This is an optimization exercise on Yosys and OpenROAD, whose aim is small area, a short achievable clock period and few clock cycles per item, not a production implementation.
The RTL was checked by simulation tests, not by an equivalence proof against the original design.

==> flow/design.v <==
module g_xor (input wire a, input wire b, output wire y); assign y = a ^ b; endmodule
module g_xnor(input wire a, input wire b, output wire y); assign y = ~(a ^ b); endmodule
module g_nand(input wire a, input wire b, output wire y); assign y = ~(a & b); endmodule
module g_nor (input wire a, input wire b, output wire y); assign y = ~(a | b); endmodule
module g_mux2(input wire s, input wire a, input wire b, output wire y); assign y = s ? b : a; endmodule
module aes_sbox_s1 (input wire [7:0] u, output wire [3:0] m, output wire [9:0] t);
    wire T4, T5, T7, T10, T11, T12, T13, T14, T17, T18, T20, T21, T22, T24, T25, T26, T27, M1, M2, M3, M4, M5, M6, M7, M8, M9, M10, M11, M12, M13, M14, M15, M16, M17, M18, M19, M20, M21, M22, M23, M24, M25, M26, M27, M28, M29, M30, M31, M32, M33, M34, M35, M36;
    g_xor g0 (.a(u[7]), .b(u[4]), .y(t[9]));
    g_xor g1 (.a(u[7]), .b(u[2]), .y(t[8]));
    g_xor g2 (.a(u[7]), .b(u[1]), .y(t[7]));
    g_xor g3 (.a(u[4]), .b(u[2]), .y(T4));
    g_xor g4 (.a(u[3]), .b(u[1]), .y(T5));
    g_xor g5 (.a(t[9]), .b(T5), .y(t[6]));
    g_xor g6 (.a(u[6]), .b(u[5]), .y(T7));
    g_xor g7 (.a(u[0]), .b(t[6]), .y(t[5]));
    g_xor g8 (.a(u[0]), .b(T7), .y(t[4]));
    g_xor g9 (.a(t[6]), .b(T7), .y(T10));
    g_xor g10 (.a(u[6]), .b(u[2]), .y(T11));
    g_xor g11 (.a(u[5]), .b(u[2]), .y(T12));
    g_xor g12 (.a(t[7]), .b(T4), .y(T13));
    g_xor g13 (.a(t[6]), .b(T11), .y(T14));
    g_xor g14 (.a(T5), .b(T11), .y(t[3]));
    g_xor g15 (.a(T5), .b(T12), .y(t[2]));
    g_xor g16 (.a(t[4]), .b(t[2]), .y(T17));
    g_xor g17 (.a(u[4]), .b(u[0]), .y(T18));
    g_xor g18 (.a(T7), .b(T18), .y(t[1]));
    g_xor g19 (.a(t[9]), .b(t[1]), .y(T20));
    g_xor g20 (.a(u[1]), .b(u[0]), .y(T21));
    g_xor g21 (.a(T7), .b(T21), .y(T22));
    g_xor g22 (.a(t[8]), .b(T22), .y(t[0]));
    g_xor g23 (.a(t[8]), .b(T10), .y(T24));
    g_xor g24 (.a(T20), .b(T17), .y(T25));
    g_xor g25 (.a(t[7]), .b(t[2]), .y(T26));
    g_xor g26 (.a(t[9]), .b(T12), .y(T27));
    g_nand g27 (.a(T13), .b(t[6]), .y(M1));
    g_nand g28 (.a(t[0]), .b(t[5]), .y(M2));
    g_xnor g29 (.a(T14), .b(M1), .y(M3));
    g_nand g30 (.a(t[1]), .b(u[0]), .y(M4));
    g_xor g31 (.a(M4), .b(M1), .y(M5));
    g_nand g32 (.a(t[7]), .b(t[2]), .y(M6));
    g_nand g33 (.a(T22), .b(t[4]), .y(M7));
    g_xnor g34 (.a(T26), .b(M6), .y(M8));
    g_nand g35 (.a(T20), .b(T17), .y(M9));
    g_xor g36 (.a(M9), .b(M6), .y(M10));
    g_nand g37 (.a(t[9]), .b(t[3]), .y(M11));
    g_nand g38 (.a(T4), .b(T27), .y(M12));
    g_xor g39 (.a(M12), .b(M11), .y(M13));
    g_nand g40 (.a(t[8]), .b(T10), .y(M14));
    g_xor g41 (.a(M14), .b(M11), .y(M15));
    g_xnor g42 (.a(M3), .b(M2), .y(M16));
    g_xor g43 (.a(M5), .b(T24), .y(M17));
    g_xnor g44 (.a(M8), .b(M7), .y(M18));
    g_xor g45 (.a(M10), .b(M15), .y(M19));
    g_xor g46 (.a(M16), .b(M13), .y(M20));
    g_xor g47 (.a(M17), .b(M15), .y(M21));
    g_xor g48 (.a(M18), .b(M13), .y(M22));
    g_xor g49 (.a(M19), .b(T25), .y(M23));
    g_xnor g50 (.a(M22), .b(M23), .y(M24));
    g_nand g51 (.a(M22), .b(M20), .y(M25));
    g_xor g52 (.a(M21), .b(M25), .y(M26));
    g_xnor g53 (.a(M20), .b(M21), .y(M27));
    g_xor g54 (.a(M23), .b(M25), .y(M28));
    g_nor g55 (.a(M28), .b(M27), .y(M29));
    g_nor g56 (.a(M26), .b(M24), .y(M30));
    g_nand g57 (.a(M20), .b(M23), .y(M31));
    g_nor g58 (.a(M27), .b(M31), .y(M32));
    g_xor g59 (.a(M27), .b(M25), .y(M33));
    g_nand g60 (.a(M21), .b(M22), .y(M34));
    g_nor g61 (.a(M24), .b(M34), .y(M35));
    g_xor g62 (.a(M24), .b(M25), .y(M36));
    g_xor g63 (.a(M21), .b(M29), .y(m[3]));
    g_xor g64 (.a(M32), .b(M33), .y(m[2]));
    g_xor g65 (.a(M23), .b(M30), .y(m[1]));
    g_xor g66 (.a(M35), .b(M36), .y(m[0]));
endmodule
module aes_sbox_s2 (input wire [3:0] m, input wire [9:0] t, output wire [7:0] y);
    wire T4, T10, T13, T17, T20, T22, T27, U7, M41, M42, M43, M44, M45, M46, M47, M48, M49, M50, M51, M52, M53, M54, M55, M56, M57, M58, M59, M60, M61, M62, M63, L0, L1, L2, L3, L4, L5, L6, L7, L8, L9, L10, L11, L12, L13, L14, L15, L16, L17, L18, L19, L20, L21, L22, L23, L24, L25, L26, L27, L28, L29;
    g_xor g0 (.a(t[9]), .b(t[8]), .y(T4));
    g_xor g1 (.a(t[5]), .b(t[4]), .y(T10));
    g_xor g2 (.a(t[1]), .b(t[0]), .y(T13));
    g_xor g3 (.a(t[4]), .b(t[2]), .y(T17));
    g_xor g4 (.a(t[9]), .b(t[1]), .y(T20));
    g_xor g5 (.a(t[8]), .b(t[0]), .y(T22));
    g_xor g6 (.a(t[6]), .b(t[2]), .y(T27));
    g_xor g7 (.a(t[6]), .b(t[5]), .y(U7));
    g_xor g8 (.a(m[2]), .b(m[0]), .y(M41));
    g_xor g9 (.a(m[3]), .b(m[1]), .y(M42));
    g_xor g10 (.a(m[3]), .b(m[2]), .y(M43));
    g_xor g11 (.a(m[1]), .b(m[0]), .y(M44));
    g_xor g12 (.a(M42), .b(M41), .y(M45));
    g_nand g13 (.a(M44), .b(t[6]), .y(M46));
    g_nand g14 (.a(m[0]), .b(t[5]), .y(M47));
    g_nand g15 (.a(m[1]), .b(U7), .y(M48));
    g_nand g16 (.a(M43), .b(t[2]), .y(M49));
    g_nand g17 (.a(m[2]), .b(t[4]), .y(M50));
    g_nand g18 (.a(m[3]), .b(T17), .y(M51));
    g_nand g19 (.a(M42), .b(t[3]), .y(M52));
    g_nand g20 (.a(M45), .b(T27), .y(M53));
    g_nand g21 (.a(M41), .b(T10), .y(M54));
    g_nand g22 (.a(M44), .b(T13), .y(M55));
    g_nand g23 (.a(m[0]), .b(t[0]), .y(M56));
    g_nand g24 (.a(m[1]), .b(t[1]), .y(M57));
    g_nand g25 (.a(M43), .b(t[7]), .y(M58));
    g_nand g26 (.a(m[2]), .b(T22), .y(M59));
    g_nand g27 (.a(m[3]), .b(T20), .y(M60));
    g_nand g28 (.a(M42), .b(t[9]), .y(M61));
    g_nand g29 (.a(M45), .b(T4), .y(M62));
    g_nand g30 (.a(M41), .b(t[8]), .y(M63));
    g_xor g31 (.a(M61), .b(M62), .y(L0));
    g_xor g32 (.a(M50), .b(M56), .y(L1));
    g_xor g33 (.a(M46), .b(M48), .y(L2));
    g_xor g34 (.a(M47), .b(M55), .y(L3));
    g_xor g35 (.a(M54), .b(M58), .y(L4));
    g_xor g36 (.a(M49), .b(M61), .y(L5));
    g_xnor g37 (.a(M62), .b(L5), .y(L6));
    g_xnor g38 (.a(M46), .b(L3), .y(L7));
    g_xor g39 (.a(M51), .b(M59), .y(L8));
    g_xor g40 (.a(M52), .b(M53), .y(L9));
    g_xnor g41 (.a(M53), .b(L4), .y(L10));
    g_xnor g42 (.a(M60), .b(L2), .y(L11));
    g_xor g43 (.a(M48), .b(M51), .y(L12));
    g_xnor g44 (.a(M50), .b(L0), .y(L13));
    g_xor g45 (.a(M52), .b(M61), .y(L14));
    g_xnor g46 (.a(M55), .b(L1), .y(L15));
    g_xnor g47 (.a(M56), .b(L0), .y(L16));
    g_xnor g48 (.a(M57), .b(L1), .y(L17));
    g_xnor g49 (.a(M58), .b(L8), .y(L18));
    g_xnor g50 (.a(M63), .b(L4), .y(L19));
    g_xor g51 (.a(L0), .b(L1), .y(L20));
    g_xor g52 (.a(L1), .b(L7), .y(L21));
    g_xor g53 (.a(L3), .b(L12), .y(L22));
    g_xor g54 (.a(L18), .b(L2), .y(L23));
    g_xor g55 (.a(L15), .b(L9), .y(L24));
    g_xor g56 (.a(L6), .b(L10), .y(L25));
    g_xor g57 (.a(L7), .b(L9), .y(L26));
    g_xor g58 (.a(L8), .b(L10), .y(L27));
    g_xor g59 (.a(L11), .b(L14), .y(L28));
    g_xor g60 (.a(L11), .b(L17), .y(L29));
    g_xor g61 (.a(L6), .b(L24), .y(y[7]));
    g_xnor g62 (.a(L16), .b(L26), .y(y[6]));
    g_xnor g63 (.a(L19), .b(L28), .y(y[5]));
    g_xor g64 (.a(L6), .b(L21), .y(y[4]));
    g_xor g65 (.a(L20), .b(L22), .y(y[3]));
    g_xor g66 (.a(L25), .b(L29), .y(y[2]));
    g_xnor g67 (.a(L13), .b(L27), .y(y[1]));
    g_xnor g68 (.a(L6), .b(L23), .y(y[0]));
endmodule
module aes_sbox_s1k (input wire [7:0] u, output wire [3:0] m);
    wire T1, T2, T3, T4, T5, T6, T7, T8, T9, T10, T11, T12, T13, T14, T15, T16, T17, T18, T19, T20, T21, T22, T23, T24, T25, T26, T27, M1, M2, M3, M4, M5, M6, M7, M8, M9, M10, M11, M12, M13, M14, M15, M16, M17, M18, M19, M20, M21, M22, M23, M24, M25, M26, M27, M28, M29, M30, M31, M32, M33, M34, M35, M36;
    g_xor g0 (.a(u[7]), .b(u[4]), .y(T1));
    g_xor g1 (.a(u[7]), .b(u[2]), .y(T2));
    g_xor g2 (.a(u[7]), .b(u[1]), .y(T3));
    g_xor g3 (.a(u[4]), .b(u[2]), .y(T4));
    g_xor g4 (.a(u[3]), .b(u[1]), .y(T5));
    g_xor g5 (.a(T1), .b(T5), .y(T6));
    g_xor g6 (.a(u[6]), .b(u[5]), .y(T7));
    g_xor g7 (.a(u[0]), .b(T6), .y(T8));
    g_xor g8 (.a(u[0]), .b(T7), .y(T9));
    g_xor g9 (.a(T6), .b(T7), .y(T10));
    g_xor g10 (.a(u[6]), .b(u[2]), .y(T11));
    g_xor g11 (.a(u[5]), .b(u[2]), .y(T12));
    g_xor g12 (.a(T3), .b(T4), .y(T13));
    g_xor g13 (.a(T6), .b(T11), .y(T14));
    g_xor g14 (.a(T5), .b(T11), .y(T15));
    g_xor g15 (.a(T5), .b(T12), .y(T16));
    g_xor g16 (.a(T9), .b(T16), .y(T17));
    g_xor g17 (.a(u[4]), .b(u[0]), .y(T18));
    g_xor g18 (.a(T7), .b(T18), .y(T19));
    g_xor g19 (.a(T1), .b(T19), .y(T20));
    g_xor g20 (.a(u[1]), .b(u[0]), .y(T21));
    g_xor g21 (.a(T7), .b(T21), .y(T22));
    g_xor g22 (.a(T2), .b(T22), .y(T23));
    g_xor g23 (.a(T2), .b(T10), .y(T24));
    g_xor g24 (.a(T20), .b(T17), .y(T25));
    g_xor g25 (.a(T3), .b(T16), .y(T26));
    g_xor g26 (.a(T1), .b(T12), .y(T27));
    g_nand g27 (.a(T13), .b(T6), .y(M1));
    g_nand g28 (.a(T23), .b(T8), .y(M2));
    g_xnor g29 (.a(T14), .b(M1), .y(M3));
    g_nand g30 (.a(T19), .b(u[0]), .y(M4));
    g_xor g31 (.a(M4), .b(M1), .y(M5));
    g_nand g32 (.a(T3), .b(T16), .y(M6));
    g_nand g33 (.a(T22), .b(T9), .y(M7));
    g_xnor g34 (.a(T26), .b(M6), .y(M8));
    g_nand g35 (.a(T20), .b(T17), .y(M9));
    g_xor g36 (.a(M9), .b(M6), .y(M10));
    g_nand g37 (.a(T1), .b(T15), .y(M11));
    g_nand g38 (.a(T4), .b(T27), .y(M12));
    g_xor g39 (.a(M12), .b(M11), .y(M13));
    g_nand g40 (.a(T2), .b(T10), .y(M14));
    g_xor g41 (.a(M14), .b(M11), .y(M15));
    g_xnor g42 (.a(M3), .b(M2), .y(M16));
    g_xor g43 (.a(M5), .b(T24), .y(M17));
    g_xnor g44 (.a(M8), .b(M7), .y(M18));
    g_xor g45 (.a(M10), .b(M15), .y(M19));
    g_xor g46 (.a(M16), .b(M13), .y(M20));
    g_xor g47 (.a(M17), .b(M15), .y(M21));
    g_xor g48 (.a(M18), .b(M13), .y(M22));
    g_xor g49 (.a(M19), .b(T25), .y(M23));
    g_xnor g50 (.a(M22), .b(M23), .y(M24));
    g_nand g51 (.a(M22), .b(M20), .y(M25));
    g_xor g52 (.a(M21), .b(M25), .y(M26));
    g_xnor g53 (.a(M20), .b(M21), .y(M27));
    g_xor g54 (.a(M23), .b(M25), .y(M28));
    g_nor g55 (.a(M28), .b(M27), .y(M29));
    g_nor g56 (.a(M26), .b(M24), .y(M30));
    g_nand g57 (.a(M20), .b(M23), .y(M31));
    g_nor g58 (.a(M27), .b(M31), .y(M32));
    g_xor g59 (.a(M27), .b(M25), .y(M33));
    g_nand g60 (.a(M21), .b(M22), .y(M34));
    g_nor g61 (.a(M24), .b(M34), .y(M35));
    g_xor g62 (.a(M24), .b(M25), .y(M36));
    g_xor g63 (.a(M21), .b(M29), .y(m[3]));
    g_xor g64 (.a(M32), .b(M33), .y(m[2]));
    g_xor g65 (.a(M23), .b(M30), .y(m[1]));
    g_xor g66 (.a(M35), .b(M36), .y(m[0]));
endmodule
module aes_sbox_s2k (input wire [3:0] m, input wire [7:0] u, output wire [7:0] y);
    wire T1, T2, T3, T4, T5, T6, T7, T8, T9, T10, T11, T12, T13, T15, T16, T17, T18, T19, T20, T21, T22, T23, T27, M41, M42, M43, M44, M45, M46, M47, M48, M49, M50, M51, M52, M53, M54, M55, M56, M57, M58, M59, M60, M61, M62, M63, L0, L1, L2, L3, L4, L5, L6, L7, L8, L9, L10, L11, L12, L13, L14, L15, L16, L17, L18, L19, L20, L21, L22, L23, L24, L25, L26, L27, L28, L29;
    g_xor g0 (.a(u[7]), .b(u[4]), .y(T1));
    g_xor g1 (.a(u[7]), .b(u[2]), .y(T2));
    g_xor g2 (.a(u[7]), .b(u[1]), .y(T3));
    g_xor g3 (.a(u[4]), .b(u[2]), .y(T4));
    g_xor g4 (.a(u[3]), .b(u[1]), .y(T5));
    g_xor g5 (.a(T1), .b(T5), .y(T6));
    g_xor g6 (.a(u[6]), .b(u[5]), .y(T7));
    g_xor g7 (.a(u[0]), .b(T6), .y(T8));
    g_xor g8 (.a(u[0]), .b(T7), .y(T9));
    g_xor g9 (.a(T6), .b(T7), .y(T10));
    g_xor g10 (.a(u[6]), .b(u[2]), .y(T11));
    g_xor g11 (.a(u[5]), .b(u[2]), .y(T12));
    g_xor g12 (.a(T3), .b(T4), .y(T13));
    g_xor g13 (.a(T5), .b(T11), .y(T15));
    g_xor g14 (.a(T5), .b(T12), .y(T16));
    g_xor g15 (.a(T9), .b(T16), .y(T17));
    g_xor g16 (.a(u[4]), .b(u[0]), .y(T18));
    g_xor g17 (.a(T7), .b(T18), .y(T19));
    g_xor g18 (.a(T1), .b(T19), .y(T20));
    g_xor g19 (.a(u[1]), .b(u[0]), .y(T21));
    g_xor g20 (.a(T7), .b(T21), .y(T22));
    g_xor g21 (.a(T2), .b(T22), .y(T23));
    g_xor g22 (.a(T1), .b(T12), .y(T27));
    g_xor g23 (.a(m[2]), .b(m[0]), .y(M41));
    g_xor g24 (.a(m[3]), .b(m[1]), .y(M42));
    g_xor g25 (.a(m[3]), .b(m[2]), .y(M43));
    g_xor g26 (.a(m[1]), .b(m[0]), .y(M44));
    g_xor g27 (.a(M42), .b(M41), .y(M45));
    g_nand g28 (.a(M44), .b(T6), .y(M46));
    g_nand g29 (.a(m[0]), .b(T8), .y(M47));
    g_nand g30 (.a(m[1]), .b(u[0]), .y(M48));
    g_nand g31 (.a(M43), .b(T16), .y(M49));
    g_nand g32 (.a(m[2]), .b(T9), .y(M50));
    g_nand g33 (.a(m[3]), .b(T17), .y(M51));
    g_nand g34 (.a(M42), .b(T15), .y(M52));
    g_nand g35 (.a(M45), .b(T27), .y(M53));
    g_nand g36 (.a(M41), .b(T10), .y(M54));
    g_nand g37 (.a(M44), .b(T13), .y(M55));
    g_nand g38 (.a(m[0]), .b(T23), .y(M56));
    g_nand g39 (.a(m[1]), .b(T19), .y(M57));
    g_nand g40 (.a(M43), .b(T3), .y(M58));
    g_nand g41 (.a(m[2]), .b(T22), .y(M59));
    g_nand g42 (.a(m[3]), .b(T20), .y(M60));
    g_nand g43 (.a(M42), .b(T1), .y(M61));
    g_nand g44 (.a(M45), .b(T4), .y(M62));
    g_nand g45 (.a(M41), .b(T2), .y(M63));
    g_xor g46 (.a(M61), .b(M62), .y(L0));
    g_xor g47 (.a(M50), .b(M56), .y(L1));
    g_xor g48 (.a(M46), .b(M48), .y(L2));
    g_xor g49 (.a(M47), .b(M55), .y(L3));
    g_xor g50 (.a(M54), .b(M58), .y(L4));
    g_xor g51 (.a(M49), .b(M61), .y(L5));
    g_xnor g52 (.a(M62), .b(L5), .y(L6));
    g_xnor g53 (.a(M46), .b(L3), .y(L7));
    g_xor g54 (.a(M51), .b(M59), .y(L8));
    g_xor g55 (.a(M52), .b(M53), .y(L9));
    g_xnor g56 (.a(M53), .b(L4), .y(L10));
    g_xnor g57 (.a(M60), .b(L2), .y(L11));
    g_xor g58 (.a(M48), .b(M51), .y(L12));
    g_xnor g59 (.a(M50), .b(L0), .y(L13));
    g_xor g60 (.a(M52), .b(M61), .y(L14));
    g_xnor g61 (.a(M55), .b(L1), .y(L15));
    g_xnor g62 (.a(M56), .b(L0), .y(L16));
    g_xnor g63 (.a(M57), .b(L1), .y(L17));
    g_xnor g64 (.a(M58), .b(L8), .y(L18));
    g_xnor g65 (.a(M63), .b(L4), .y(L19));
    g_xor g66 (.a(L0), .b(L1), .y(L20));
    g_xor g67 (.a(L1), .b(L7), .y(L21));
    g_xor g68 (.a(L3), .b(L12), .y(L22));
    g_xor g69 (.a(L18), .b(L2), .y(L23));
    g_xor g70 (.a(L15), .b(L9), .y(L24));
    g_xor g71 (.a(L6), .b(L10), .y(L25));
    g_xor g72 (.a(L7), .b(L9), .y(L26));
    g_xor g73 (.a(L8), .b(L10), .y(L27));
    g_xor g74 (.a(L11), .b(L14), .y(L28));
    g_xor g75 (.a(L11), .b(L17), .y(L29));
    g_xor g76 (.a(L6), .b(L24), .y(y[7]));
    g_xnor g77 (.a(L16), .b(L26), .y(y[6]));
    g_xnor g78 (.a(L19), .b(L28), .y(y[5]));
    g_xor g79 (.a(L6), .b(L21), .y(y[4]));
    g_xor g80 (.a(L20), .b(L22), .y(y[3]));
    g_xor g81 (.a(L25), .b(L29), .y(y[2]));
    g_xnor g82 (.a(L13), .b(L27), .y(y[1]));
    g_xnor g83 (.a(L6), .b(L23), .y(y[0]));
endmodule
module aes_mixcol (input wire [31:0] a, input wire [31:0] k, output wire [31:0] y);
    wire x1_0, x1_1, x1_2, x1_3, x1_4, x1_5, x1_6, x1_7, x1_8, x1_9, x1_10, x1_11, x1_12, x1_13, x1_14, x1_15, x1_16, x1_17, x1_18, x1_19, x1_20, x1_21, x1_22, x1_23, x1_24, x1_25, x1_26, x1_27, x1_28, x1_29, x1_30, x1_31, x1_32, x1_33, x1_34, x1_35, x1_36, x1_37, x1_38, x1_39, x1_40, x1_41, x1_42, x1_43, x1_44, x1_45, x1_46, x1_47, x1_48, x1_49, x1_50, x1_51, x1_52, x1_53, x1_54, x1_55, x1_56, x1_57, x1_58, x1_59, x1_60, x1_61, x1_62, x1_63, x2_64, x2_65, x2_66, x2_67, x2_68, x2_69, x2_70, x2_71, x2_72, x2_73, x2_74, x2_75, x2_76, x2_77, x2_78, x2_79, x2_80, x2_81, x2_82, x2_83, x2_84, x2_85, x2_86, x2_87, x2_88, x2_89, x2_90, x2_91, x2_92, x2_93, x2_94, x2_95, x2_96, x2_97, x2_98, x2_99, x2_100, x2_101, x2_102, x2_103, x2_104, x2_105, x2_106, x2_107;
    g_xor u0 (.a(a[15]), .b(a[7]), .y(x1_0));
    g_xor u1 (.a(a[31]), .b(a[23]), .y(x1_1));
    g_xor u2 (.a(a[23]), .b(a[15]), .y(x1_2));
    g_xor u3 (.a(a[31]), .b(a[7]), .y(x1_3));
    g_xor u4 (.a(a[14]), .b(a[6]), .y(x1_4));
    g_xor u5 (.a(a[13]), .b(a[5]), .y(x1_5));
    g_xor u6 (.a(a[12]), .b(a[4]), .y(x1_6));
    g_xor u7 (.a(a[11]), .b(a[3]), .y(x1_7));
    g_xor u8 (.a(a[10]), .b(a[2]), .y(x1_8));
    g_xor u9 (.a(a[9]), .b(a[1]), .y(x1_9));
    g_xor u10 (.a(a[8]), .b(a[0]), .y(x1_10));
    g_xor u11 (.a(a[30]), .b(a[22]), .y(x1_11));
    g_xor u12 (.a(a[29]), .b(a[21]), .y(x1_12));
    g_xor u13 (.a(a[28]), .b(a[20]), .y(x1_13));
    g_xor u14 (.a(a[27]), .b(a[19]), .y(x1_14));
    g_xor u15 (.a(a[26]), .b(a[18]), .y(x1_15));
    g_xor u16 (.a(a[25]), .b(a[17]), .y(x1_16));
    g_xor u17 (.a(a[24]), .b(a[16]), .y(x1_17));
    g_xor u18 (.a(a[7]), .b(k[15]), .y(x1_18));
    g_xor u19 (.a(a[6]), .b(k[7]), .y(x1_19));
    g_xor u20 (.a(a[6]), .b(k[14]), .y(x1_20));
    g_xor u21 (.a(a[5]), .b(k[6]), .y(x1_21));
    g_xor u22 (.a(a[5]), .b(k[13]), .y(x1_22));
    g_xor u23 (.a(a[4]), .b(k[5]), .y(x1_23));
    g_xor u24 (.a(a[4]), .b(k[12]), .y(x1_24));
    g_xor u25 (.a(a[3]), .b(k[4]), .y(x1_25));
    g_xor u26 (.a(a[3]), .b(k[11]), .y(x1_26));
    g_xor u27 (.a(a[2]), .b(k[3]), .y(x1_27));
    g_xor u28 (.a(a[2]), .b(k[10]), .y(x1_28));
    g_xor u29 (.a(a[1]), .b(k[2]), .y(x1_29));
    g_xor u30 (.a(a[1]), .b(k[9]), .y(x1_30));
    g_xor u31 (.a(a[0]), .b(k[1]), .y(x1_31));
    g_xor u32 (.a(a[0]), .b(k[8]), .y(x1_32));
    g_xor u33 (.a(a[14]), .b(k[23]), .y(x1_33));
    g_xor u34 (.a(a[13]), .b(k[22]), .y(x1_34));
    g_xor u35 (.a(a[12]), .b(k[21]), .y(x1_35));
    g_xor u36 (.a(a[11]), .b(k[20]), .y(x1_36));
    g_xor u37 (.a(a[10]), .b(k[19]), .y(x1_37));
    g_xor u38 (.a(a[9]), .b(k[18]), .y(x1_38));
    g_xor u39 (.a(a[8]), .b(k[0]), .y(x1_39));
    g_xor u40 (.a(a[8]), .b(k[17]), .y(x1_40));
    g_xor u41 (.a(a[23]), .b(k[31]), .y(x1_41));
    g_xor u42 (.a(a[22]), .b(k[30]), .y(x1_42));
    g_xor u43 (.a(a[21]), .b(k[29]), .y(x1_43));
    g_xor u44 (.a(a[20]), .b(k[28]), .y(x1_44));
    g_xor u45 (.a(a[19]), .b(k[27]), .y(x1_45));
    g_xor u46 (.a(a[18]), .b(k[26]), .y(x1_46));
    g_xor u47 (.a(a[17]), .b(k[25]), .y(x1_47));
    g_xor u48 (.a(a[16]), .b(k[24]), .y(x1_48));
    g_xor u49 (.a(a[31]), .b(a[22]), .y(x1_49));
    g_xor u50 (.a(a[30]), .b(a[15]), .y(x1_50));
    g_xor u51 (.a(a[30]), .b(a[21]), .y(x1_51));
    g_xor u52 (.a(a[29]), .b(a[14]), .y(x1_52));
    g_xor u53 (.a(a[29]), .b(a[20]), .y(x1_53));
    g_xor u54 (.a(a[28]), .b(a[13]), .y(x1_54));
    g_xor u55 (.a(a[28]), .b(a[19]), .y(x1_55));
    g_xor u56 (.a(a[27]), .b(a[12]), .y(x1_56));
    g_xor u57 (.a(a[27]), .b(a[18]), .y(x1_57));
    g_xor u58 (.a(a[26]), .b(a[11]), .y(x1_58));
    g_xor u59 (.a(a[26]), .b(a[17]), .y(x1_59));
    g_xor u60 (.a(a[25]), .b(a[10]), .y(x1_60));
    g_xor u61 (.a(a[25]), .b(a[16]), .y(x1_61));
    g_xor u62 (.a(a[24]), .b(k[16]), .y(x1_62));
    g_xor u63 (.a(a[24]), .b(a[9]), .y(x1_63));
    g_xor u64 (.a(x1_61), .b(x1_9), .y(x2_64));
    g_xor u65 (.a(x1_59), .b(x1_8), .y(x2_65));
    g_xor u66 (.a(x1_57), .b(x1_7), .y(x2_66));
    g_xor u67 (.a(x1_55), .b(x1_6), .y(x2_67));
    g_xor u68 (.a(x1_5), .b(x1_53), .y(x2_68));
    g_xor u69 (.a(x1_47), .b(x1_9), .y(x2_69));
    g_xor u70 (.a(x1_46), .b(x1_8), .y(x2_70));
    g_xor u71 (.a(x1_45), .b(x1_7), .y(x2_71));
    g_xor u72 (.a(x1_44), .b(x1_6), .y(x2_72));
    g_xor u73 (.a(x1_43), .b(x1_5), .y(x2_73));
    g_xor u74 (.a(x1_4), .b(x1_51), .y(x2_74));
    g_xor u75 (.a(x1_4), .b(x1_42), .y(x2_75));
    g_xor u76 (.a(x1_33), .b(x1_49), .y(x2_76));
    g_xor u77 (.a(x1_31), .b(x1_63), .y(x2_77));
    g_xor u78 (.a(x1_3), .b(x1_58), .y(x2_78));
    g_xor u79 (.a(x1_3), .b(x1_56), .y(x2_79));
    g_xor u80 (.a(x1_3), .b(x1_39), .y(x2_80));
    g_xor u81 (.a(x1_29), .b(x1_60), .y(x2_81));
    g_xor u82 (.a(x1_28), .b(x1_9), .y(x2_82));
    g_xor u83 (.a(x1_26), .b(x1_8), .y(x2_83));
    g_xor u84 (.a(x1_24), .b(x1_7), .y(x2_84));
    g_xor u85 (.a(x1_23), .b(x1_54), .y(x2_85));
    g_xor u86 (.a(x1_22), .b(x1_6), .y(x2_86));
    g_xor u87 (.a(x1_21), .b(x1_52), .y(x2_87));
    g_xor u88 (.a(x1_20), .b(x1_5), .y(x2_88));
    g_xor u89 (.a(x1_2), .b(x1_62), .y(x2_89));
    g_xor u90 (.a(x1_2), .b(x1_40), .y(x2_90));
    g_xor u91 (.a(x1_2), .b(x1_37), .y(x2_91));
    g_xor u92 (.a(x1_2), .b(x1_36), .y(x2_92));
    g_xor u93 (.a(x1_19), .b(x1_50), .y(x2_93));
    g_xor u94 (.a(x1_18), .b(x1_4), .y(x2_94));
    g_xor u95 (.a(x1_17), .b(x1_32), .y(x2_95));
    g_xor u96 (.a(x1_16), .b(x1_30), .y(x2_96));
    g_xor u97 (.a(x1_16), .b(x1_3), .y(x2_97));
    g_xor u98 (.a(x1_14), .b(x1_27), .y(x2_98));
    g_xor u99 (.a(x1_13), .b(x1_25), .y(x2_99));
    g_xor u100 (.a(x1_11), .b(x1_41), .y(x2_100));
    g_xor u101 (.a(x1_10), .b(x1_48), .y(x2_101));
    g_xor u102 (.a(x1_1), .b(x1_17), .y(x2_102));
    g_xor u103 (.a(x1_1), .b(x1_15), .y(x2_103));
    g_xor u104 (.a(x1_1), .b(x1_14), .y(x2_104));
    g_xor u105 (.a(x1_0), .b(x1_14), .y(x2_105));
    g_xor u106 (.a(x1_0), .b(x1_13), .y(x2_106));
    g_xor u107 (.a(x1_0), .b(x1_10), .y(x2_107));
    g_xor u108 (.a(x2_79), .b(x2_99), .y(y[4]));
    g_xor u109 (.a(x2_78), .b(x2_98), .y(y[3]));
    g_xor u110 (.a(x2_77), .b(x2_97), .y(y[1]));
    g_xor u111 (.a(x2_67), .b(x2_92), .y(y[20]));
    g_xor u112 (.a(x2_66), .b(x2_91), .y(y[19]));
    g_xor u113 (.a(x2_64), .b(x2_90), .y(y[17]));
    g_xor u114 (.a(x2_107), .b(x2_96), .y(y[9]));
    g_xor u115 (.a(x2_106), .b(x2_84), .y(y[12]));
    g_xor u116 (.a(x2_105), .b(x2_83), .y(y[11]));
    g_xor u117 (.a(x2_104), .b(x2_72), .y(y[28]));
    g_xor u118 (.a(x2_103), .b(x2_71), .y(y[27]));
    g_xor u119 (.a(x2_102), .b(x2_69), .y(y[25]));
    g_xor u120 (.a(x1_38), .b(x2_65), .y(y[18]));
    g_xor u121 (.a(x1_35), .b(x2_68), .y(y[21]));
    g_xor u122 (.a(x1_34), .b(x2_74), .y(y[22]));
    g_xor u123 (.a(x1_17), .b(x2_80), .y(y[0]));
    g_xor u124 (.a(x1_16), .b(x2_70), .y(y[26]));
    g_xor u125 (.a(x1_15), .b(x2_82), .y(y[10]));
    g_xor u126 (.a(x1_15), .b(x2_81), .y(y[2]));
    g_xor u127 (.a(x1_13), .b(x2_73), .y(y[29]));
    g_xor u128 (.a(x1_12), .b(x2_86), .y(y[13]));
    g_xor u129 (.a(x1_12), .b(x2_85), .y(y[5]));
    g_xor u130 (.a(x1_12), .b(x2_75), .y(y[30]));
    g_xor u131 (.a(x1_11), .b(x2_88), .y(y[14]));
    g_xor u132 (.a(x1_11), .b(x2_87), .y(y[6]));
    g_xor u133 (.a(x1_10), .b(x2_89), .y(y[16]));
    g_xor u134 (.a(x1_1), .b(x2_94), .y(y[15]));
    g_xor u135 (.a(x1_1), .b(x2_93), .y(y[7]));
    g_xor u136 (.a(x1_1), .b(x2_101), .y(y[24]));
    g_xor u137 (.a(x1_0), .b(x2_95), .y(y[8]));
    g_xor u138 (.a(x1_0), .b(x2_76), .y(y[23]));
    g_xor u139 (.a(x1_0), .b(x2_100), .y(y[31]));
endmodule
module aes_ark (input wire [127:0] a, input wire [127:0] k, output wire [127:0] y);
    genvar i;
    generate for (i = 0; i < 128; i = i + 1) begin : g
        g_xor u (.a(a[i]), .b(k[i]), .y(y[i]));
    end endgenerate
endmodule
module aes_round_s1 (
    input  wire [127:0] s,
    output wire [63:0]  m,       
    output wire [159:0] t        
);
    genvar i;
    generate
        for (i = 0; i < 16; i = i + 1) begin : g
            aes_sbox_s1 u (.u(s[127-8*i -: 8]), .m(m[63-4*i -: 4]), .t(t[159-10*i -: 10]));
        end
    endgenerate
endmodule
module aes_round_s2 (
    input  wire [63:0]  m,
    input  wire [159:0] t,
    input  wire [127:0] rk,
    output wire [127:0] y_mc,
    output wire [127:0] y_last
);
    wire [127:0] sb;
    wire [127:0] sr;
    genvar i;
    generate
        for (i = 0; i < 16; i = i + 1) begin : g_sb
            aes_sbox_s2 u (.m(m[63-4*i -: 4]), .t(t[159-10*i -: 10]), .y(sb[127-8*i -: 8]));
        end
        for (i = 0; i < 16; i = i + 1) begin : g_sr
            localparam integer ROW = i % 4;
            localparam integer COL = i / 4;
            localparam integer SRC = ROW + 4 * ((COL + ROW) % 4);
            assign sr[127-8*i -: 8] = sb[127-8*SRC -: 8];
        end
        for (i = 0; i < 4; i = i + 1) begin : g_mc
            aes_mixcol u (.a(sr[127-32*i -: 32]), .k(rk[127-32*i -: 32]), .y(y_mc[127-32*i -: 32]));
        end
    endgenerate
    aes_ark u_ark (.a(sr), .k(rk), .y(y_last));
endmodule
module aes_key_s1 (
    input  wire [31:0] w,
    output wire [15:0] m
);
    genvar i;
    generate
        for (i = 0; i < 4; i = i + 1) begin : g
            aes_sbox_s1k u (.u(w[31-8*i -: 8]), .m(m[15-4*i -: 4]));
        end
    endgenerate
endmodule
module aes_key_s2 (
    input  wire [15:0] m,
    input  wire [31:0] w,
    output wire [31:0] y         
);
    genvar i;
    generate
        for (i = 0; i < 4; i = i + 1) begin : g
            aes_sbox_s2k u (.m(m[15-4*i -: 4]), .u(w[31-8*i -: 8]), .y(y[31-8*i -: 8]));
        end
    endgenerate
endmodule
module holly_aes256 (
    input  wire         clk,
    input  wire         rst,         
    input  wire         in_valid,
    output wire         in_ready,
    input  wire [255:0] in_key,
    input  wire [127:0] in_block,
    output wire         out_valid,
    input  wire         out_ready,
    output wire [127:0] out_block
);
    reg  [127:0] s_state;
    reg  [255:0] s_key;       
    reg          s_v, s_spec, s_park;
    reg  [3:0]   s_rnd;
    reg  [63:0]  m_mid;       
    reg  [159:0] m_t;         
    reg  [127:0] m_rk;        
    reg  [127:0] m_q;         
    reg  [15:0]  m_kmid;      
    reg          m_v, m_spec;
    reg  [3:0]   m_rnd;
    reg  [127:0] o_data;
    reg          o_v;
    reg          rdy;
    assign in_ready  = rdy;
    assign out_valid = o_v;
    assign out_block = o_data;
    wire [63:0]  s1_mid;
    wire [159:0] s1_t;
    aes_round_s1 u_r1 (.s(s_state), .m(s1_mid), .t(s1_t));
    wire [15:0]  s1_kmid;
    aes_key_s1 u_k1 (.w(s_key[31:0]), .m(s1_kmid));
    reg  [7:0]   rcon;
    always @(*) begin
        case (s_rnd)
            4'd1:    rcon = 8'h01;
            4'd3:    rcon = 8'h02;
            4'd5:    rcon = 8'h04;
            4'd7:    rcon = 8'h08;
            4'd9:    rcon = 8'h10;
            4'd11:   rcon = 8'h20;
            4'd13:   rcon = 8'h40;
            default: rcon = 8'h00;
        endcase
    end
    wire [31:0]  rc = {rcon, 24'h000000};
    wire [31:0]  q0 = s_key[255:224] ^ rc;
    wire [31:0]  q1 = q0 ^ s_key[223:192];
    wire [31:0]  q2 = q1 ^ s_key[191:160];
    wire [31:0]  q3 = q2 ^ s_key[159:128];
    genvar gi;
    wire [127:0] y_mc, y_last;
    aes_round_s2 u_r2 (.m(m_mid), .t(m_t), .rk(m_rk), .y_mc(y_mc), .y_last(y_last));
    wire [31:0]  sub;
    aes_key_s2 u_k2 (.m(m_kmid), .w(m_rk[31:0]), .y(sub));
    wire [31:0]  temp = m_rnd[0] ? {sub[23:0], sub[31:24]} : sub;
    wire [255:0] key_next = {m_rk, m_q[127:96] ^ temp, m_q[95:64] ^ temp,
                             m_q[63:32] ^ temp, m_q[31:0] ^ temp};
    wire spec_present = (s_v & s_spec) | (m_v & m_spec);
    wire m_fin  = m_v & (m_rnd == 4'd14);
    wire m_cont = m_v & (m_rnd != 4'd14);
    wire acc    = in_valid & rdy;
    wire m_fin_acc = m_fin & (~m_spec | acc);
    wire o_free = ~o_v | out_ready;
    wire can_load = ~m_cont & ~s_park & ~spec_present;
    wire s_hold = s_park & o_v & ~out_ready;
    wire sel_mc = m_cont & ~s_hold;
    wire [127:0] s_other = s_hold ? s_state :
                           (m_fin & (s_park | (o_v & ~out_ready))) ? y_last :
                           (in_block ^ in_key[255:128]);
    wire [127:0] o_new = s_park ? s_state : y_last;
    wire [127:0] s_d, o_d;
    generate
        for (gi = 0; gi < 128; gi = gi + 1) begin : g_reg_mux
            g_mux2 u_s (.s(sel_mc), .a(s_other[gi]), .b(y_mc[gi]), .y(s_d[gi]));
            g_mux2 u_o (.s(o_free), .a(o_data[gi]), .b(o_new[gi]), .y(o_d[gi]));
        end
    endgenerate
    reg        n_s_v, n_s_spec, n_s_park, n_m_v, n_m_spec, n_o_v;
    reg  [3:0] n_s_rnd, n_m_rnd;
    always @(*) begin
        n_m_v    = s_v & ~s_park;
        n_m_spec = s_spec & ~acc;
        n_m_rnd  = s_rnd;
        n_s_v    = 1'b0;
        n_s_spec = 1'b0;
        n_s_park = 1'b0;
        n_s_rnd  = s_rnd;
        n_o_v    = o_v & ~out_ready;
        if (s_park) begin
            if (o_free) begin
                n_o_v    = 1'b1;
                if (m_fin_acc) begin
                    n_s_v = 1'b1; n_s_park = 1'b1;
                end else if (m_cont) begin
                    n_s_v = 1'b1; n_s_spec = m_spec & ~acc; n_s_rnd = m_rnd + 4'd1;
                end
            end else begin
                n_s_v = 1'b1; n_s_park = 1'b1;    
            end
        end else begin
            if (m_fin_acc & o_free) begin
                n_o_v  = 1'b1;
            end
            if (m_fin_acc & ~o_free) begin
                n_s_v = 1'b1; n_s_park = 1'b1;
            end else if (m_cont) begin
                n_s_v = 1'b1; n_s_spec = m_spec & ~acc; n_s_rnd = m_rnd + 4'd1;
            end else if (can_load) begin
                n_s_v = in_valid; n_s_spec = ~rdy; n_s_rnd = 4'd1;
            end
        end
        if (rst) begin
            n_s_v = 1'b0; n_s_park = 1'b0; n_m_v = 1'b0; n_o_v = 1'b0;
        end
    end
    wire n_spec_present = (n_s_v & n_s_spec) | (n_m_v & n_m_spec);
    wire n_m_cont = n_m_v & (n_m_rnd != 4'd14);
    wire [1:0] n_cnt = (n_s_v & ~n_s_spec) + (n_m_v & ~n_m_spec) + n_o_v;
    wire n_rdy = (n_cnt < 2'd2) & (n_spec_present | (~n_m_cont & ~n_s_park));
    always @(posedge clk) begin
        s_v <= n_s_v; s_spec <= n_s_spec; s_park <= n_s_park; s_rnd <= n_s_rnd;
        m_v <= n_m_v; m_spec <= n_m_spec; m_rnd <= n_m_rnd;
        o_v <= n_o_v;
        rdy <= n_rdy;
        s_state <= s_d;
        s_key <= m_cont ? key_next : in_key;
        m_mid  <= s1_mid;
        m_t    <= s1_t;
        m_rk   <= s_key[127:0];
        m_q    <= {q0, q1, q2, q3};
        m_kmid <= s1_kmid;
        o_data <= o_d;
    end
endmodule
==> flow/flow/run.sh <==
#!/bin/bash
# The standard layout (the standard.sh: ORFS from synthesis to finish, at the unchanged
# 10 ns clock and constraints), with changes only to how the layout is optimised:
#  - repair_timing aims for 6.5 ns of setup slack, so the layout is sized for the shortest
#    period it can reach;
#  - every port still gets its buffer, but the ports are buffered with the small buf_1 cell
#    (the resizer upsizes the ones that need it);
#  - clock tree synthesis uses clkbuf_4/clkbuf_8 buffers and no dummy loads.
# make's full output goes to orfs_make.log here; each ORFS step also logs under orfs/logs/.
set -euo pipefail
bash standard.sh \
  SETUP_SLACK_MARGIN=6.5 \
  "BUFFER_PORTS_ARGS=-buffer_cell sky130_fd_sc_hd__buf_1" \
  "CTS_ARGS=-sink_clustering_enable -repair_clock_nets -dont_use_dummy_load -buf_list {sky130_fd_sc_hd__clkbuf_4 sky130_fd_sc_hd__clkbuf_8}" \
  finish > orfs_make.log 2>&1
==> flow/standard.sh <==
#!/bin/bash
# synth_recipe.tcl (not shown) runs the flow's synth.tcl, then flattens the netlist and writes it again
# the make line also repeats each setting of config.mk as NAME=value (left out here)
make -C /OpenROAD-flow-scripts/flow DESIGN_CONFIG=/design/flow/config.mk WORK_HOME=/design/flow/orfs CLKGATE_MAP_FILE= SYNTH_SCRIPT=/design/flow/synth_recipe.tcl "${@:-finish}"
==> flow/config.mk <==
export PLATFORM = sky130hd
export DESIGN_NAME = holly_aes256
export DESIGN_NICKNAME = holly_aes256
export VERILOG_FILES = /design/flow/design.v
export SDC_FILE = /design/flow/constraint.sdc
export NUM_CORES = 4
export LEC_CHECK = 0
export ABC_CLOCK_PERIOD_IN_PS = 3000
export CAP_MARGIN = 20
export CORE_MARGIN = 2
export CORE_UTILIZATION = 45
export SLEW_MARGIN = 20
export SYNTH_HIERARCHICAL = 1
==> flow/constraint.sdc <==
create_clock -name core_clock -period 10.0 [get_ports {clk}]
set_input_delay 2.0000 -clock core_clock [delete_from_list [all_inputs] [get_ports {clk}]]
set_output_delay 2.0000 -clock core_clock [all_outputs]
set_load 0.01 [all_outputs]
==> impl_metrics.ini, run 1 <==
[run_status]
status = complete, no violations

[layout]
fillers = 12900
drive_above_1_share_pct = 13.0
regArea_mm2 = 0.0206
nNetsFinal = 7660
syn2layout_area_growth_pct = 14.7
fin_cells = 9068
utilization_pct = 51.9
multi_input_comb_area_mm2 = 0.0430

[drt]
routedWlPerCell_um = 23.5
drc = 0
drt_pass1_iterations = 6
via_per_inst = 5.03
num_vias = 45600
antenna_left = 0
wirelength_um = 213000
drt_iter0_drc = 3439

[yosys]
syn_avg_cell_area_um2 = 9.37
async_flop_share_pct = 0
yosysSeqAreaShare_pct = 33.1
synthFlopType = dfxtp_1
synthDistinctLibCells = 39
synth_seq_cells = 1023
syn_nets = 7012
syn_inst = 6621
syn_area_mm2 = 0.0621
synth_edf_count = 4
yosysWarnings = 7

[floorplan]
die_height_um = 375
dieWidth_um = 375
design.core.area_mm2 = 0.137
fp.dieArea_mm2 = 0.141
rows = 136
start_util_pct = 45.2
ios = 518

[sta]
tns_ps = 0
finClkSkew_ps = 96.6
relSlewSlack_pct = 23.6
slew_viol_final = 0
layout_min_cycle_time_ps = 3510
timing.hold.ws_ps = 315
fmax_ghz = 0.285
finalHoldViolCount = 0
setup_viol = 0
final.period_utilization_pct = 35.1
rsz0062_at_grt = true
worst_pin_slew_ps = 1140

[placement]
place.gp.congestion = 0.984
port_buffers = 517
dp_hpwl_um = 172000
placed_cells = 8853

[clock_network]
numCtsBuffers = 179
cts-root-buf = clkbuf_8
cts_tree = built
clock_latency_ps = 910
htree_levels = 4
cts.sinks = 1023
cts.path.max_buffers = 3
clk_pin_slew_worst_paths_ps = 60

[global_routing]
grt.total_usage_pct = 29.3
antenna_found_initial = 10
grt_pass1_vias = 44700
grt_pass1_wl_um = 302000
grt_max_degree = 155
grt_overflow = 0

[job]
max_cap_violations = 0

[worst_setup_path]
cp.required_ps = 10770
crit_type = reg2reg
cpPeakStageDelay_ps = 500
cp_data_arrival_time_ps = 4280
critPathLaunchType = register
slowest_stage = xor2_1
crit_family = XOR/XNOR gates
crit_buf_inv = 0
crit_top_cell = xor2_1
r2r_slack_ps = 6490
reg2reg_depth = 10
r2r_end = s_state[123]
cp_max_fo = 4
worstReg2RegStart = m_mid[43]
cp-end-kind = register
path_cells = xor2_1 > nand2_1 > xor2_1 > xnor2_2 > xor2_1 > xor2_4 > xor2_1 > xor2_1 > xor2_1 > mux2_4

[worst_hold_path]
hold_depth = 0
hold_end = m_rk[45]
min_from = s_key[45]
hold_class = reg2reg
## metrics by stage
stage / area (µm²) / setup slack (ps)
6_report: 71200 / 6490
2_1_floorplan: 62100 / 3730
3_3_place_gp: 66200 / 5310
5_1_grt: 71200 / 6330
4_1_cts: 69700 / 6310
3_5_place_dp: 66200 / 5270
## cell families (layout without fill, tap and decap cells)
kind of cell,after synthesis,in the layout,synth area share (%)
compound gates,401,401,3.31
xor+xnor,3149,3149,44.4
fa+ha+maj,3,3,0.0605
buf+inv,150,796,0.978
flops,1023,1023,33.1
mux,416,416,9.03
other cells,0,7,0
simple gates,1479,1479,9.10
## cell type report
type | count | share of cell area, %
sequential | 1023 | 28.9
multi-input combinational | 5448 | 60.5
tap | 1794 | 3.15
timing repair buffer | 601 | 3.92
inverter | 16 | 0.0896
clock buffer | 179 | 3.46
antenna | 7 | 0.0246
## synthesized netlist by cell type, types with 2 or more instances
master	number	area share, %
clkbuf_1	96	0.58
buf_1	3	0.018
nand3_1	4	0.032
nor2_1	85	0.51
nand2_1	1371	8.3
and2_1	3	0.030
o211ai_1	2	0.024
mux2_2	128	2.3
a21oi_1	2	0.016
inv_1	16	0.097
ha_1	3	0.060
o21ai_0	386	3.1
buf_2	35	0.28
nor2b_1	2	0.020
mux2_4	256	6.2
dfxtp_1	1019	33
edfxtp_1	4	0.19
nand4b_1	4	0.056
and4bb_2	3	0.060
xor2_1	2609	37
a31oi_1	2	0.020
mux2i_1	32	0.52
xnor2_1	540	7.6
## worst reg2reg max path, stage by stage, from the launching register on
cell and delay, ps:
dfxtp_1 420, xor2_1 300, nand2_1 190, xor2_1 220
xnor2_2 450, xor2_1 390, xor2_4 360, xor2_1 500
xor2_1 160, xor2_1 180, mux2_4 260
## modules after synthesis, one instance, submodules excluded, excerpt
module        area [µm²]  times used
holly_aes256       31200           1
g_mux2              15.0         256
g_xnor              8.76         400
g_xor               8.76        2388
g_nand              3.75         600
g_nor               3.75          80
## how the worst max path moves through the flow
stage	depth (start not counted)	end	slack [ps]	start
after floorplan	7	rdy	3730	out_ready
after detailed placement	6	s_state[23]	5270	out_ready
after global placement	6	s_state[17]	5310	out_ready
after CTS	10	s_state[3]	6310	m_mid[19]
after global routing	10	s_state[123]	6330	m_mid[43]
final	10	s_state[123]	6490	m_mid[43]
## cell usage in the layout (no fill, tap or decap), types with 3 or more instances in the layout
cell	instances
ha_1	3
edfxtp_1	4
mux2_2	128
xor2_2	130
clkbuf_8	180
dfxtp_2	28
nand3_1	4
buf_4	66
buf_1	492
and4bb_2	3
buf_6	5
nand4b_1	4
clkbuf_2	4
nor2_1	84
nand2_1	1370
xor2_1	2461
inv_1	15
mux2i_4	20
mux2i_2	5
mux2_4	256
xnor2_2	50
diode_2	7
xnor2_4	7
buf_2	21
buf_12	8
dfxtp_1	989
o21ai_0	386
mux2i_1	7
xor2_4	18
xnor2_1	483
## state kept, by name, summed over array words and instances (netlist names)
register  count
s_spec        1
s_rnd         4
m_spec        1
m_kmid       16
m_v           1
m_rnd         4
s_park        1
o_data      128
s_state     128
s_key       256
rdy           1
m_t         160
o_v           1
m_rk        128
s_v           1
m_q         128
m_mid        64
## timing repair
item,in CTS,in global routing
buffers inserted,9,19
pin swaps,2,13
gates cloned,1,0
hold buffers,0,0
setup endpoints to repair,286,264
resized for setup,146,181
## layer usage
| layer | global-route usage (%) | share of wire (%) | routed length (µm) | vias to the layer above |
|---|---|---|---|---|
| met5 | 0 | 0.011 | 23 | - |
| met4 | 11.3 | 4.0 | 8510 | 4 |
| li1 | - | - | - | 21900 |
| met2 | 45.9 | 45 | 95300 | 1596 |
| met1 | 40.3 | 45 | 96200 | 21800 |
| met3 | 4.73 | 6.3 | 13500 | 342 |
Testbench counts, summed over its fixed seeds: cycles 7,208, blocks 512.
==> run 2: changes to the inputs <==
--- a/flow/flow/run.sh
+++ b/flow/flow/run.sh
@@ -7,3 +7,4 @@
 #    (the resizer upsizes the ones that need it);
-#  - clock tree synthesis uses clkbuf_4/clkbuf_8 buffers and no dummy loads.
+#  - clock tree synthesis uses clkbuf_4/clkbuf_8 buffers, clusters of up to 16 sinks
+#    within 60 um, and no dummy loads.
 # make's full output goes to orfs_make.log here; each ORFS step also logs under orfs/logs/.
@@ -13,3 +14,3 @@
   "BUFFER_PORTS_ARGS=-buffer_cell sky130_fd_sc_hd__buf_1" \
-  "CTS_ARGS=-sink_clustering_enable -repair_clock_nets -dont_use_dummy_load -buf_list {sky130_fd_sc_hd__clkbuf_4 sky130_fd_sc_hd__clkbuf_8}" \
+  "CTS_ARGS=-sink_clustering_enable -repair_clock_nets -dont_use_dummy_load -sink_clustering_size 16 -sink_clustering_max_diameter 60 -buf_list {sky130_fd_sc_hd__clkbuf_4 sky130_fd_sc_hd__clkbuf_8}" \
   finish > orfs_make.log 2>&1
==> run 2 against run 1 <==
Compared with the run above: still clean; sequential cell count did not move; critical path depth did not move; routed wire length fell by 0.64%; count of clock-buffer cells in the layout fell by 77; critical endpoint is now s_state[3]; largest cell class unchanged; highest routed layer unchanged.
==> impl_metrics.ini, run 2 <==
[yosys]
synthTopCellsByArea = xor2_1 37%, dfxtp_1 33%, nand2_1 8.3%
yosys-top-cells-count = 2609 x xor2_1, 1371 x nand2_1, 1019 x dfxtp_1
synth_seq_cells = 1023
yosysSeqAreaShare_pct = 33.1
syn_avg_cell_area_um2 = 9.37
syn_area_mm2 = 0.0621
synthDistinctLibCells = 39
yosysTopAreaCell = xor2_1
yosysWarnings = 7
yosys.area.top_type_share_pct = 36.8
syn_nets = 7012
async_flop_share_pct = 0
synth_edf_count = 4
yosysMostFrequentCell = xor2_1
synthFlopType = dfxtp_1
syn_inst = 6621

[floorplan]
design.core.area_mm2 = 0.137
die_height_um = 375
dieWidth_um = 375
fp.dieArea_mm2 = 0.141
rows = 136
start_util_pct = 45.2
ios = 518

[drt]
wirelength_um = 212000
wl_met1_um = 96400
met2_length_um = 93900
num_vias = 45400
drt_iter0_drc = 3766
routedWlPerCell_um = 23.6
drt_pass1_iterations = 6
antenna_left = 0
top_layer = met5
dr_wl_met3_um = 12500
drc = 0
via_per_inst = 5.04

[layout]
fin_cells = 9004
regArea_mm2 = 0.0206
drive_above_1_share_pct = 11.8
multi_input_comb_area_mm2 = 0.0429
mostFrequentLayoutCell = xor2_1
top_regs = s_key (256), m_t (160)
final_cell_mix = 2472 x xor2_1, 1370 x nand2_1, 989 x dfxtp_1
largest_register_ffs = 256
syn2layout_area_growth_pct = 13.0
regMostFlops = s_key
nNetsFinal = 7593
fillers = 13100

[job]
max_cap_violations = 0

[clock_network]
clock_latency_ps = 880
cts.path.max_buffers = 3
htree_levels = 3
cts-root-buf = clkbuf_8
cts.sinks = 1023
clk_pin_slew_worst_paths_ps = 100
cts_tree = built
numCtsBuffers = 102

[sta]
finClkSkew_ps = 127
worst_pin_slew_ps = 1120
tns_ps = 0
finalHoldViolCount = 0
setup_viol = 0
layout_min_cycle_time_ps = 3650
final.period_utilization_pct = 36.5
slew_viol_final = 0
timing.hold.ws_ps = 269
fmax_ghz = 0.274
rsz0062_at_grt = true
relSlewSlack_pct = 25.0

[global_routing]
grt_overflow = 0
antenna_found_initial = 11
grt_pass1_vias = 44100
grt_max_degree = 155
grt_pass1_wl_um = 300000
grt.total_usage_pct = 29.1

[worst_setup_path]
cp-end-kind = register
cp_max_fo = 4
crit_type = reg2reg
cp.required_ps = 10750
critPathLaunchType = register
cp_data_arrival_time_ps = 4390

[placement]
placed_cells = 8853
dp_hpwl_um = 172000
port_buffers = 517
place.gp.congestion = 0.984

[run_status]
status = complete, no violations

[worst_hold_path]
hold_class = reg2reg
-- run 2: stage by stage --
| step | cell area (µm²) | utilization (%) | setup slack (ps) |
|---|---|---|---|
| 4_1_cts | 68600 | 50.0 | 6280 |
| 5_1_grt | 70100 | 51.1 | 6310 |
| 2_1_floorplan | 62100 | - | 3730 |
| 3_3_place_gp | 66200 | 48.3 | 5310 |
| 6_report | 70100 | 51.1 | 6350 |
| 3_5_place_dp | 66200 | 48.3 | 5270 |
-- run 2: path summary, 6_finish.rpt --
kind,end,cells after the start,slack [ps],startpoint
setup / recovery,s_state[3],10,6350,m_mid[17]
hold / removal,m_rk[119],0,270,s_key[119]
setup reg to reg,s_state[3],10,6350,m_mid[17]
hold reg to reg,m_rk[119],0,270,s_key[119]
-- run 2: critical path, stage by stage (launching register included) --
cell	delay, ps
dfxtp_1	450
xor2_1	280
nand2_1	170
xor2_1	220
xnor2_2	360
xor2_1	380
xor2_4	420
xor2_1	470
xor2_1	280
xor2_2	310
mux2_4	200
-- run 2: metal layers --
layer / GRT usage, % / vias up
li1: - / 21800
met1: 40.4 / 21800
met2: 45.7 / 1476
met3: 3.93 / 347
met4: 11.1 / 6
met5: 0 / -
-- run 2: cells by family (layout without fill, tap and decap cells) --
| family | count (synthesis) | count (layout) | synth area share (%) |
|---|---|---|---|
| AND/OR/NAND/NOR | 1479 | 1479 | 9.10 |
| other | 0 | 10 | 0 |
| buffers and inverters | 150 | 729 | 0.978 |
| multiplexers | 416 | 416 | 9.03 |
| AO/OA/AOI/OAI | 401 | 401 | 3.31 |
| adder cells (fa/ha/maj) | 3 | 3 | 0.0605 |
| flip-flops | 1023 | 1023 | 33.1 |
| XOR/XNOR | 3149 | 3149 | 44.4 |
-- run 2: cell type report --
type / instances / share of cell area [%]
diodes: 10 / 0.0357
clock buffers: 102 / 2.00
inverters: 16 / 0.0910
multi-input cells: 5448 / 61.3
flip-flops and latches: 1023 / 29.3
well taps: 1794 / 3.20
repair buffers: 611 / 4.07
-- run 2: modules after synthesis (local to each module, per instance), excerpt --
module        cells  flops+latches
g_nand            1              0
g_mux2            1              0
g_xor             1              0
holly_aes256   2897           1023
g_xnor            1              0
g_nor             1              0
-- run 2: repair_timing --
item                                   4_1_cts  5_1_grt
buffers inserted                             8       30
gates cloned                                 1        0
gates resized for setup                    128      168
endpoints found under the hold margin        0        0
hold buffers                                 0        0
pin swaps                                    4       17
setup endpoints to repair                  274      275

==> port drivers added, routing unchanged <==
How much do the figures lean on ideal ports? The routed layouts below were timed once more, with nothing changed but the port constraints.
Step 1 sets driving cells, clkbuf_16 on the clock port and buf_2 on the other inputs (assumed; they add their load-dependent delay and slew).
Step 2 times the ports against the registers' clock, not the clock port: input delays grow and output delays shrink by t, the midpoint of the rising clock arrivals with the driver on.
a / b / c = no drivers / after step 1 / after step 2; a / b = the first two.
run | t (ns) | slack for setup (ns) | worst setup path after step 2
run 1 | 0.940 | 6.493 / 6.493 / 5.567 | input to register
run 2 | 0.897 | 6.353 / 6.353 / 5.573 | input to register
After both steps every run listed still meets setup and hold. For run 1, which loses most, drivers alone change the setup slack by 0.000 ns; drivers and shift together by -0.926 ns.
